Source: an optimization exercise on an open RTL-to-GDS flow (aim: small area). Production flows keep margins and buffers that such runs may drop.
RTL that was checked went through simulation tests only; none was proved equivalent to the original.
Power is estimated from default activity; no workload was simulated.

==> trial 33 <==
Design flc_fine, start of the top module:
module flc_fine (
    input  wire               clk,
    input  wire               rst,         
    input  wire               med_en,      
    input  wire [6:0]         r1,          
    input  wire [5:0]         r2,          
    input  wire [6:0]         ntap,        
    input  wire               coef_we,
    input  wire [5:0]         coef_addr,
    input  wire [23:0]        coef_data,   
    input  wire               bit_en,
    input  wire               bit_in,
    output reg                out_valid,
    output reg signed [26:0]  out_data
);
==> module flc_fine, before the edit <==
module flc_fine (
    input  wire               clk,
    input  wire               rst,         
    input  wire               med_en,      
    input  wire [6:0]         r1,          
    input  wire [5:0]         r2,          
    input  wire [6:0]         ntap,        
    input  wire               coef_we,
    input  wire [5:0]         coef_addr,
    input  wire [23:0]        coef_data,   
    input  wire               bit_en,
    input  wire               bit_in,
    output reg                out_valid,
    output reg signed [26:0]  out_data
);
    reg signed [19:0] int1, int2, int3;
    reg signed [19:0] comb1_d, comb2_d, comb3_d;
    reg        [6:0]  dec_cnt;
    reg        [1:0]  warm;         
    reg               s_valid;
    reg signed [19:0] s_data;
    wire signed [19:0] x_in  = bit_in ? 20'sd1 : -20'sd1;
    wire signed [19:0] int1_n = int1 + x_in;
    wire signed [19:0] int2_n = int2 + int1_n;
    wire signed [19:0] int3_n = int3 + int2_n;
    wire signed [19:0] comb1 = int3_n - comb1_d;
    wire signed [19:0] comb2 = comb1 - comb2_d;
    wire signed [19:0] comb3 = comb2 - comb3_d;
    wire               dec_tick = bit_en && (dec_cnt == r1 - 7'd1);
    always @(posedge clk) begin
        if (rst) begin
            int1 <= 0; int2 <= 0; int3 <= 0;
            comb1_d <= 0; comb2_d <= 0; comb3_d <= 0;
            dec_cnt <= 0;
            warm    <= 0;
            s_valid <= 1'b0;
            s_data  <= 0;
        end else begin
            s_valid <= 1'b0;
            if (bit_en) begin
                int1 <= int1_n;
                int2 <= int2_n;
                int3 <= int3_n;
                if (dec_tick) begin
                    dec_cnt <= 0;
                    comb1_d <= int3_n;
                    comb2_d <= comb1;
                    comb3_d <= comb2;
                    if (warm == 2'd2) begin
                        s_valid <= 1'b1;
                        s_data  <= comb3;
                    end else begin
                        warm <= warm + 2'd1;
                    end
                end else begin
                    dec_cnt <= dec_cnt + 7'd1;
                end
            end
        end
    end
    reg signed [19:0] win [0:3];    
    reg               win_full;
    reg               m_valid;
    reg signed [19:0] m_data;
    wire signed [19:0] cand [0:4];
    assign cand[0] = s_data;
    assign cand[1] = win_full ? win[0] : s_data;
    assign cand[2] = win_full ? win[1] : s_data;
    assign cand[3] = win_full ? win[2] : s_data;
    assign cand[4] = win_full ? win[3] : s_data;
    reg        [2:0]  rank [0:4];
    reg signed [19:0] median;
    integer a, b;
    always @(*) begin
        median = cand[0];
        for (a = 0; a < 5; a = a + 1) begin
            rank[a] = 3'd0;
            for (b = 0; b < 5; b = b + 1)
                if (b != a && (cand[b] < cand[a] || (cand[b] == cand[a] && b < a)))
                    rank[a] = rank[a] + 3'd1;
        end
        for (a = 0; a < 5; a = a + 1)
            if (rank[a] == 3'd2)
                median = cand[a];
    end
    integer w;
    always @(posedge clk) begin
        if (rst) begin
            win_full <= 1'b0;
            m_valid  <= 1'b0;
            m_data   <= 0;
            for (w = 0; w < 4; w = w + 1)
                win[w] <= 0;
        end else begin
            m_valid <= s_valid;
            if (s_valid) begin
                m_data   <= med_en ? median : s_data;
                win_full <= 1'b1;
                win[0]   <= s_data;
                win[1]   <= cand[1];
                win[2]   <= cand[2];
                win[3]   <= cand[3];
            end
        end
    end
    reg signed [23:0] coef [0:31];
    reg signed [19:0] xr [0:63];
    reg        [5:0]  ph;          
    reg        [5:0]  ns;          
    reg               pend;        
    reg        [6:0]  cnt;         
    reg        [5:0]  r2_cnt;
    reg               prep, busy;
    reg        [5:0]  pc;
    reg        [4:0]  cidx;        
    reg               cval;        
    reg signed [49:0] acc;
    wire               ins   = pend && (ph == ns);
    wire signed [19:0] xport = ins ? m_data : xr[63];
    always @(posedge clk) begin
        if (coef_we && !coef_addr[5])
            coef[coef_addr[4:0]] <= coef_data;
    end
    integer h;
    always @(posedge clk) begin
        xr[0] <= xport;
        for (h = 1; h < 64; h = h + 1)
            xr[h] <= xr[h-1];
    end
    wire [5:0] age_n  = ns - (ph + 6'd1);
    wire [6:0] age7   = {1'b0, age_n};
    wire       val_n  = (age7 < ntap) && (age7 < cnt);
    wire [6:0] mir    = ntap - 7'd1 - age7;
    wire [4:0] cidx_n = ({age7, 1'b0} < {1'b0, ntap}) ? age_n[4:0] : mir[4:0];
    wire signed [19:0] xm   = cval ? xport : 20'sd0;
    wire signed [43:0] prod = coef[cidx] * xm;
    wire signed [49:0] acc_n = (busy ? acc : 50'sd0) + {{6{prod[43]}}, prod};
    always @(posedge clk) begin
        ph   <= ph + 6'd1;
        cidx <= cidx_n;
        cval <= val_n && (prep || (busy && pc != 6'd0));
        acc  <= acc_n;
        if (rst) begin
            pend      <= 1'b0;
            cnt       <= 7'd0;
            r2_cnt    <= 6'd0;
            prep      <= 1'b0;
            busy      <= 1'b0;
            pc        <= 6'd0;
            out_valid <= 1'b0;
        end else begin
            out_valid <= 1'b0;
            prep      <= 1'b0;
            if (ins)
                pend <= 1'b0;
            if (m_valid) begin
                ns   <= ns + 6'd1;
                pend <= 1'b1;
                if (!cnt[6])
                    cnt <= cnt + 7'd1;
                if (r2_cnt == r2 - 6'd1) begin
                    r2_cnt <= 6'd0;
                    prep   <= 1'b1;
                end else begin
                    r2_cnt <= r2_cnt + 6'd1;
                end
            end
            if (prep) begin
                busy <= 1'b1;
                pc   <= 6'd63;
            end else if (busy) begin
                pc <= pc - 6'd1;
                if (pc == 6'd0) begin
                    busy      <= 1'b0;
                    out_valid <= 1'b1;
                end
            end
        end
    end
    always @(*) out_data = acc[49:23];
endmodule
clock: 13.0 ns
lec_check: 0
cap_margin: 20
core_margin: 2
core_utilization: 40
place_density: 0.6
slew_margin: 20
run.sh (not shown) runs the stock make flow with config.mk's settings and CLKGATE_MAP_FILE= SYNTH_SCRIPT=/design/flow/synth_recipe.tcl, a recipe that flattens the netlist after the stock synthesis.
==> inputs of build 97, as changes to trial 33 <==
--- a/flow/design.v
+++ b/flow/design.v
@@ -103,79 +103,53 @@
             end
         end
     end
-    reg signed [23:0] coef [0:31];
-    reg signed [19:0] xr [0:63];
-    reg        [5:0]  ph;          
-    reg        [5:0]  ns;          
-    reg               pend;        
-    reg        [6:0]  cnt;         
+    reg signed [23:0] coef [0:63];
+    reg signed [19:0] hist [0:63];    
     reg        [5:0]  r2_cnt;
-    reg               prep, busy;
-    reg        [5:0]  pc;
-    reg        [4:0]  cidx;        
-    reg               cval;        
+    reg               busy;
+    reg        [5:0]  tap;
     reg signed [49:0] acc;
-    wire               ins   = pend && (ph == ns);
-    wire signed [19:0] xport = ins ? m_data : xr[63];
+    wire signed [43:0] prod    = coef[tap] * hist[tap];
+    wire signed [49:0] acc_n   = acc + {{6{prod[43]}}, prod};
+    wire               last_tap = ({1'b0, tap} == ntap - 7'd1);
     always @(posedge clk) begin
-        if (coef_we && !coef_addr[5])
-            coef[coef_addr[4:0]] <= coef_data;
+        if (coef_we)
+            coef[coef_addr] <= coef_data;
     end
     integer h;
     always @(posedge clk) begin
-        xr[0] <= xport;
-        for (h = 1; h < 64; h = h + 1)
-            xr[h] <= xr[h-1];
-    end
-    wire [5:0] age_n  = ns - (ph + 6'd1);
-    wire [6:0] age7   = {1'b0, age_n};
-    wire       val_n  = (age7 < ntap) && (age7 < cnt);
-    wire [6:0] mir    = ntap - 7'd1 - age7;
-    wire [4:0] cidx_n = ({age7, 1'b0} < {1'b0, ntap}) ? age_n[4:0] : mir[4:0];
-    wire signed [19:0] xm   = cval ? xport : 20'sd0;
-    wire signed [43:0] prod = coef[cidx] * xm;
-    wire signed [49:0] acc_n = (busy ? acc : 50'sd0) + {{6{prod[43]}}, prod};
-    always @(posedge clk) begin
-        ph   <= ph + 6'd1;
-        cidx <= cidx_n;
-        cval <= val_n && (prep || (busy && pc != 6'd0));
-        acc  <= acc_n;
         if (rst) begin
-            pend      <= 1'b0;
-            cnt       <= 7'd0;
-            r2_cnt    <= 6'd0;
-            prep      <= 1'b0;
+            for (h = 0; h < 64; h = h + 1)
+                hist[h] <= 0;
+            r2_cnt    <= 0;
             busy      <= 1'b0;
-            pc        <= 6'd0;
+            tap       <= 0;
+            acc       <= 0;
             out_valid <= 1'b0;
+            out_data  <= 0;
         end else begin
             out_valid <= 1'b0;
-            prep      <= 1'b0;
-            if (ins)
-                pend <= 1'b0;
             if (m_valid) begin
-                ns   <= ns + 6'd1;
-                pend <= 1'b1;
-                if (!cnt[6])
-                    cnt <= cnt + 7'd1;
+                hist[0] <= m_data;
+                for (h = 1; h < 64; h = h + 1)
+                    hist[h] <= hist[h-1];
                 if (r2_cnt == r2 - 6'd1) begin
-                    r2_cnt <= 6'd0;
-                    prep   <= 1'b1;
+                    r2_cnt <= 0;
+                    busy   <= 1'b1;
+                    tap    <= 0;
+                    acc    <= 0;
                 end else begin
                     r2_cnt <= r2_cnt + 6'd1;
                 end
-            end
-            if (prep) begin
-                busy <= 1'b1;
-                pc   <= 6'd63;
             end else if (busy) begin
-                pc <= pc - 6'd1;
-                if (pc == 6'd0) begin
+                acc <= acc_n;
+                tap <= tap + 6'd1;
+                if (last_tap) begin
                     busy      <= 1'b0;
                     out_valid <= 1'b1;
+                    out_data  <= acc_n[49:23];
                 end
             end
         end
     end
-    always @(*) out_data = acc[49:23];
 endmodule
==> qor.txt <==
Layout Utilization - 45.32%
Worst reg-to-reg setup slack - 530 ps
Invs w/o clock - 788
Largest Register - coef
Comb pwr share - 35.9%
Synth top area share - 29.89%
Post-synthesis compound-gate area fraction - 7.422%
Outcome - complete, no violations
Post-Synth Simple-Gate Area - 9.081%
# the run above: build 97

==> qor.txt <==
Outcome - complete, no violations
Worst reg-to-reg setup slack - 830 ps
Comb pwr share - 45.6%
Synth async-reset ratio - 0%
Largest Register - xr
Post-Synth Simple-Gate Area - 7.872%
Synth top area share - 32.46%
Post-synthesis compound-gate area fraction - 6.331%
# the run above: trial 33

Function was not checked in any run of this note: the RTL went through the layout flow alone.

==> inputs of job 2792 <==
Another version of the RTL of flc_fine (not shown whole).
clock: 13.0 ns
lec_check: 0
cap_margin: 20
core_margin: 2
core_utilization: 60
cts_buf_list: sky130_fd_sc_hd__clkbuf_16
cts_cluster_diameter: 80
cts_cluster_size: 30
place_density: 0.75
slew_margin: 20
==> job 9407 (differences from job 2792) <==
--- a/flow/design.v
+++ b/flow/design.v
@@ -151,17 +151,16 @@
     reg        [6:0]  cnt;         
     reg        [5:0]  r2c;
     reg               fin1, fin2;  
     reg               pw1, pw2, pst;  
     reg               pass;
     reg        [5:0]  vc;          
     reg               pdup;        
     reg signed [48:0] acc;        
-    reg               az;          
     wire       p     = r1[0];      
     wire [6:0] hh    = (ntap + 7'd1) >> 1;
     wire [6:0] lo    = (ntap > 7'd32) ? ntap - 7'd33 : 7'd0;
     wire [4:0] tb    = ntap[4:0] - 5'd2 - lo[4:0];
     wire       lapa_on = lapa[0];
     wire       lapb_on = (lapb != 5'd0);
     wire       hit   = (r2c == r2 - 6'd1);
     wire [5:0] r2c_n = hit ? 6'd0 : r2c + 6'd1;
@@ -186,17 +185,17 @@
     wire        hi    = fin2 || (!fin1 && vc[5]);
     wire [23:0] cw    = (fin1 || fin2) ? c0 : pc;
     wire signed [12:0] ch = hi ? {cw[23], cw[23:12]} : {1'b0, cw[11:0]};
     wire signed [19:0] xav = (fin1 || fin2) ? {m_data, p} : ((vis && av) ? {port_a, p} : 20'sd0);
     wire       usen  = ueq && (bpre || lapb_on);
     wire signed [19:0] xbv = (vis && bv && !fin1 && !fin2) ? {usen ? anext : port_b, p} : 20'sd0;
     wire signed [20:0] ps;
     wire signed [33:0] prod;
-    wire        [48:0] acc0   = (pst || az) ? 49'd0 : acc;
+    wire        [48:0] acc0   = pst ? 49'd0 : acc;
     wire signed [48:0] addend = hi ? {{3{prod[33]}}, prod, 12'd0} : {{15{prod[33]}}, prod};
     wire        [48:0] acc_n;
     wire mq_1;
     wire mq_2;
     wire mq_3;
     wire mq_4;
     wire mq_5;
     wire mq_6;
@@ -2353,18 +2352,17 @@
             buf_b <= m_data;
         else if (capture)
             buf_b <= port_a;
     end
     wire loade   = (ta == 5'd31) && (aold || m_valid);
     wire bstart  = bpre && (since == 2'd3) && (ta + 5'd1 == tb);
     wire capture = needbuf && (aold ? (ta != 5'd31 && ta + 5'd1 == lo[4:0]) : (ta == lo[4:0]));
     always @(posedge clk) begin
-        ta  <= ta + 5'd1;
-        acc <= acc_n;
+        ta <= ta + 5'd1;
         if (rst) begin
             aold    <= 1'b0;
             lapa    <= 5'd0;
             bpre    <= 1'b0;
             lapb    <= 5'd0;
             needbuf <= 1'b0;
             since   <= 2'd0;
             cnt     <= 7'd0;
@@ -2372,17 +2370,17 @@
             fin1    <= 1'b0;
             fin2    <= 1'b0;
             pw1     <= 1'b0;
             pw2     <= 1'b0;
             pst     <= 1'b0;
             pass    <= 1'b0;
             vc      <= 6'd0;
             pdup    <= 1'b0;
-            az      <= 1'b1;
+            acc     <= 49'sd0;
             out_valid <= 1'b0;
         end else begin
             if (loade) begin
                 aold <= 1'b0;
                 lapa <= 5'd1;
             end else begin
                 if (m_valid)
                     aold <= 1'b1;
@@ -2411,18 +2409,17 @@
                     cnt <= cnt + 7'd1;
             end
             fin1 <= m_valid && hit;
             fin2 <= fin1;
             pw1  <= m_valid && (r2c_n == r2 - 6'd1);
             pw2  <= pw1;
             pst  <= pw2;
             out_valid <= fin2;
-            if (fin1 || pst)
-                az <= 1'b0;
+            acc  <= acc_n;
             if (pst) begin
                 pass <= 1'b1;
                 vc   <= 6'd0;
             end else if (vis) begin
                 vc <= vc + 6'd1;
                 if (vc == 6'd63)
                     pass <= 1'b0;
             end
Settings changed: CTS_CLUSTER_DIAMETER 80 to 50, CTS_CLUSTER_SIZE 30 to 40.
==> job 1461 (differences from job 2792) <==
--- a/flow/design.v
+++ b/flow/design.v
@@ -51,54 +51,51 @@
         rc3 <= {rc3[18:0], dact ? y2 : rc3[19]};
         c1  <= act && !phil && ((i1 & xb) | (i1 & c1) | (xb & c1));
         c2  <= act && !phil && ((i2 & a2) | (i2 & c2) | (a2 & c2));
         c3  <= act && !phil && ((i3 & a3) | (i3 & c3) | (a3 & c3));
         k1  <= (s3 & ~d1) | (s3 & k1e) | (~d1 & k1e);
         k2  <= (y1 & ~d2) | (y1 & k2e) | (~d2 & k2e);
         k3  <= (y2 & ~d3) | (y2 & k3e) | (~d3 & k3e);
     end
-    reg [19:0] w0, w1, w2, w3, w4;
+    reg [19:0] w0, w1, w2, w3;
     reg        full;
     reg        mact, medp;
     reg [9:0]  f;           
-    wire cd0 = y3;
-    wire cd1 = full ? w0[19] : y3;
-    wire cd2 = full ? w1[19] : y3;
-    wire cd3 = full ? w2[19] : y3;
-    wire cd4 = full ? w3[19] : y3;
-    wire [4:0] cd = {cd4, cd3, cd2, cd1, cd0};
+    reg [18:0] m_data;      
+    reg        m_valid;
+    wire sin = medp ? (phi0 ? r1[0] : m_data[0]) : y3;
+    wire cd0 = sin;
+    wire cd1 = full ? w0[19] : sin;
+    wire cd2 = full ? w1[19] : sin;
+    wire cd3 = full ? w2[19] : sin;
+    wire cd4 = full ? w3[19] : sin;
     wire [9:0] pa = {cd3, cd2, cd2, cd1, cd1, cd1, cd0, cd0, cd0, cd0};
     wire [9:0] pbb= {cd4, cd4, cd3, cd4, cd3, cd2, cd4, cd3, cd2, cd1};
     wire [9:0] f_n = ((pa ^ pbb) & (phil ? pbb : pa)) | (~(pa ^ pbb) & (phi0 ? 10'd0 : f));
-    always @(posedge clk) begin
-        w0 <= {w0[18:0], mact ? cd0 : w0[19]};
-        w1 <= {w1[18:0], mact ? cd1 : w1[19]};
-        w2 <= {w2[18:0], mact ? cd2 : w2[19]};
-        w3 <= {w3[18:0], mact ? cd3 : w3[19]};
-        w4 <= {w4[18:0], mact ? cd4 : w4[19]};
-        if (mact)
-            f <= f_n;
-    end
     wire f01 = f[0], f02 = f[1], f03 = f[2], f04 = f[3], f12 = f[4],
          f13 = f[5], f14 = f[6], f23 = f[7], f24 = f[8], f34 = f[9];
     wire [2:0] rk0 = f01 + f02 + f03 + f04;
     wire [2:0] rk1 = !f01 + f12 + f13 + f14;
     wire [2:0] rk2 = !f02 + !f12 + f23 + f24;
     wire [2:0] rk3 = !f03 + !f13 + !f23 + f34;
-    wire       mbit = !med_en       ? w0[19] :
-                      (rk0 == 3'd2) ? w0[19] :
-                      (rk1 == 3'd2) ? w1[19] :
-                      (rk2 == 3'd2) ? w2[19] :
-                      (rk3 == 3'd2) ? w3[19] : w4[19];
-    reg [18:0] m_data;      
-    reg        m_valid;
+    wire       mbit = !med_en       ? cd0 :
+                      (rk0 == 3'd2) ? cd0 :
+                      (rk1 == 3'd2) ? cd1 :
+                      (rk2 == 3'd2) ? cd2 :
+                      (rk3 == 3'd2) ? cd3 : cd4;
     always @(posedge clk) begin
-        if (medp && !phi0)
-            m_data <= {mbit, m_data[18:1]};
+        w0 <= {w0[18:0], medp ? cd0 : w0[19]};
+        w1 <= {w1[18:0], medp ? cd1 : w1[19]};
+        w2 <= {w2[18:0], medp ? cd2 : w2[19]};
+        w3 <= {w3[18:0], medp ? cd3 : w3[19]};
+        if (mact)
+            f <= f_n;
+        if ((mact || medp) && !phi0)
+            m_data <= {medp ? mbit : y3, m_data[18:1]};
     end
     always @(posedge clk) begin
         if (rst) begin
             pbv     <= 1'b0;
             act     <= 1'b0;
             fresh   <= 1'b1;
             dec_cnt <= 7'd0;
             warm    <= 2'd0;
@@ -117,17 +114,17 @@
             if (phil) begin
                 act  <= pbv;
                 mact <= 1'b0;
                 if (act) begin
                     fresh <= 1'b0;
                     if (dec && warm != 2'd2)
                         warm <= warm + 2'd1;
                 end
-                if (mact)
+                if (medp)
                     full <= 1'b1;
                 if (pbv) begin
                     ab      <= pb;
                     dec     <= (dec_cnt == r1 - 7'd1);
                     mact    <= (dec_cnt == r1 - 7'd1) && (warm == 2'd2 || (act && dec && warm == 2'd1));
                     dec_cnt <= (dec_cnt == r1 - 7'd1) ? 7'd0 : dec_cnt + 7'd1;
                 end
             end
Settings changed: CORE_UTILIZATION 60 to 55, PLACE_DENSITY 0.75 to 0.65.
==> job 6099 (differences from job 2792) <==
--- a/flow/design.v
+++ b/flow/design.v
@@ -151,17 +151,16 @@
     reg        [6:0]  cnt;         
     reg        [5:0]  r2c;
     reg               fin1, fin2;  
     reg               pw1, pw2, pst;  
     reg               pass;
     reg        [5:0]  vc;          
     reg               pdup;        
     reg signed [48:0] acc;        
-    reg               az;          
     wire       p     = r1[0];      
     wire [6:0] hh    = (ntap + 7'd1) >> 1;
     wire [6:0] lo    = (ntap > 7'd32) ? ntap - 7'd33 : 7'd0;
     wire [4:0] tb    = ntap[4:0] - 5'd2 - lo[4:0];
     wire       lapa_on = lapa[0];
     wire       lapb_on = (lapb != 5'd0);
     wire       hit   = (r2c == r2 - 6'd1);
     wire [5:0] r2c_n = hit ? 6'd0 : r2c + 6'd1;
@@ -186,17 +185,17 @@
     wire        hi    = fin2 || (!fin1 && vc[5]);
     wire [23:0] cw    = (fin1 || fin2) ? c0 : pc;
     wire signed [12:0] ch = hi ? {cw[23], cw[23:12]} : {1'b0, cw[11:0]};
     wire signed [19:0] xav = (fin1 || fin2) ? {m_data, p} : ((vis && av) ? {port_a, p} : 20'sd0);
     wire       usen  = ueq && (bpre || lapb_on);
     wire signed [19:0] xbv = (vis && bv && !fin1 && !fin2) ? {usen ? anext : port_b, p} : 20'sd0;
     wire signed [20:0] ps;
     wire signed [33:0] prod;
-    wire        [48:0] acc0   = (pst || az) ? 49'd0 : acc;
+    wire        [48:0] acc0   = pst ? 49'd0 : acc;
     wire signed [48:0] addend = hi ? {{3{prod[33]}}, prod, 12'd0} : {{15{prod[33]}}, prod};
     wire        [48:0] acc_n;
     wire mq_1;
     wire mq_2;
     wire mq_3;
     wire mq_4;
     wire mq_5;
     wire mq_6;
@@ -2353,18 +2352,17 @@
             buf_b <= m_data;
         else if (capture)
             buf_b <= port_a;
     end
     wire loade   = (ta == 5'd31) && (aold || m_valid);
     wire bstart  = bpre && (since == 2'd3) && (ta + 5'd1 == tb);
     wire capture = needbuf && (aold ? (ta != 5'd31 && ta + 5'd1 == lo[4:0]) : (ta == lo[4:0]));
     always @(posedge clk) begin
-        ta  <= ta + 5'd1;
-        acc <= acc_n;
+        ta <= ta + 5'd1;
         if (rst) begin
             aold    <= 1'b0;
             lapa    <= 5'd0;
             bpre    <= 1'b0;
             lapb    <= 5'd0;
             needbuf <= 1'b0;
             since   <= 2'd0;
             cnt     <= 7'd0;
@@ -2372,17 +2370,17 @@
             fin1    <= 1'b0;
             fin2    <= 1'b0;
             pw1     <= 1'b0;
             pw2     <= 1'b0;
             pst     <= 1'b0;
             pass    <= 1'b0;
             vc      <= 6'd0;
             pdup    <= 1'b0;
-            az      <= 1'b1;
+            acc     <= 49'sd0;
             out_valid <= 1'b0;
         end else begin
             if (loade) begin
                 aold <= 1'b0;
                 lapa <= 5'd1;
             end else begin
                 if (m_valid)
                     aold <= 1'b1;
@@ -2411,18 +2409,17 @@
                     cnt <= cnt + 7'd1;
             end
             fin1 <= m_valid && hit;
             fin2 <= fin1;
             pw1  <= m_valid && (r2c_n == r2 - 6'd1);
             pw2  <= pw1;
             pst  <= pw2;
             out_valid <= fin2;
-            if (fin1 || pst)
-                az <= 1'b0;
+            acc  <= acc_n;
             if (pst) begin
                 pass <= 1'b1;
                 vc   <= 6'd0;
             end else if (vis) begin
                 vc <= vc + 6'd1;
                 if (vc == 6'd63)
                     pass <= 1'b0;
             end
==> flow_summary.ini <==
[die]
die_area_sq_um = 132000
dieWidth_um = 363
rows = 131
start_util = 0.605

[layout]
nNetsFinal = 7001
seq_area_sq_um = 49200
final_area_sq_um = 83900
area_growth_pct = 8.65

[routing]
wl_per_cell_um = 18.1
wl_met2_um = 68400
routed_wl_um = 148000

[grt]
grt_pass1_wl_um = 237000

[run_status]
status = complete, no violations

[critical_path]
endpoint = acc[39]$_DFF_P_
ff2ff_setup_slack_ns = 0.69
rr_worst_depth = 50

[synth]
syn_area_sq_um = 77200

[timing]
rsz0062_at_grt = false

[clock_tree]
clkLatencyLatePin_ns = 0.77
Source of the figures above: job 2792

==> flow_summary.ini <==
[synth]
syn_inst = 6388

[layout]
area_growth_pct = 9.27
final_area_sq_um = 83800
seq_area_sq_um = 48800
nNetsFinal = 7005

[die]
die_area_sq_um = 142000
dieWidth_um = 377
start_util = 0.552

[routing]
wl_per_cell_um = 17.6
wl_met2_um = 66100

[critical_path]
timing.rr.end = acc[39]$_DFF_P_
rr_worst_depth = 47
endpoint = acc[39]$_DFF_P_

[run_status]
status = complete, no violations

[clock_tree]
clkLatencyLatePin_ns = 0.78

[grt]
grt_pass1_wl_um = 236000

[timing]
worst_slew_pin_slew_ns = 1.00
rsz0062_at_grt = false

[power_and_ir_drop]
p_switching_mw = 2.98
Source of the figures above: job 1461

==> flow_summary.ini <==
[critical_path]
ff2ff_setup_slack_ns = 0.55
endpoint = acc[46]$_SDFF_PP0_
rr_worst_depth = 50

[run_status]
status = complete, no violations

[clock_tree]
cts_buffer_depth = 3
clkLatencyLatePin_ns = 0.76

[synth]
synth.area.mux_share = 0.0716
syn_area_sq_um = 77700
yosysSeqAreaShare = 0.633

[die]
start_util = 0.603
dieWidth_um = 364
rows = 132

[routing]
wl_per_cell_um = 18.0
routed_wl_um = 150000

[layout]
seq_area_sq_um = 49200
final_area_sq_um = 84300

[grt]
grt_pass1_wl_um = 238000
Source of the figures above: job 6099

==> flow_summary.ini <==
[run_status]
status = complete, no violations

[die]
die_area_sq_um = 132000
dieWidth_um = 364
start_util = 0.603
rows = 132
taps = 1742

[routing]
wl_met2_um = 70400
wl_per_cell_um = 18.1
routed.top_layer = met4
routed_wl_um = 153000

[layout]
area_growth_pct = 11.8
multi_input_area_share = 0.297
nNetsFinal = 7100
final_core_util = 0.674
final_area_sq_um = 86900

[critical_path]
cp.arrival_ns = 13.32
rr_worst_depth = 51
endpoint = acc[43]$_SDFF_PP0_

[grt]
grt_pass1_wl_um = 242000

[clock_tree]
clkLatencyLatePin_ns = 0.82

[place]
port_buffers = 83

[hold_path]
hold_depth = 0
Source of the figures above: job 9407

## port drivers added, routing unchanged
How much do the figures lean on ideal ports? The routed layouts below were timed once more, with nothing changed but the port constraints.
Step 1 sets driving cells, clkbuf_16 on the clock port and buf_2 on the other inputs (assumed; they add their load-dependent delay and slew).
Step 2 adds t to the input delays and takes it off the output delays; t is the mean of the earliest and latest rising clock arrival at the registers after step 1. Input paths then give back, and output paths get back, about the clock's delay inside the block.
Three values: ideal ports, drivers, drivers and shift; two values: the first two.
run	t, ns	setup slack, ns	worst setup path at the end	worst register clock-pin slew, ns
trial 33	0.939	0.831 / 0.831 / 0.831	register to register	0.07 / 0.07
build 97	1.020	0.533 / 0.533 / 0.533	register to register	0.07 / 0.07
job 2792	0.802	0.558 / 0.524 / -0.279	input to register	0.12 / 0.12
job 9407	0.887	0.342 / 0.403 / -0.484	input to register	0.12 / 0.12
job 1461	0.820	0.515 / 0.568 / -0.251	input to register	0.12 / 0.12
job 6099	0.819	0.448 / 0.501 / -0.318	input to register	0.12 / 0.12
With both steps, setup timing fails in job 2792, job 9407, job 1461 and job 6099, where it was met with ideal ports. The setup slack of job 2792, which loses most, moves by -0.034 ns with the drivers and by -0.837 ns with both steps.
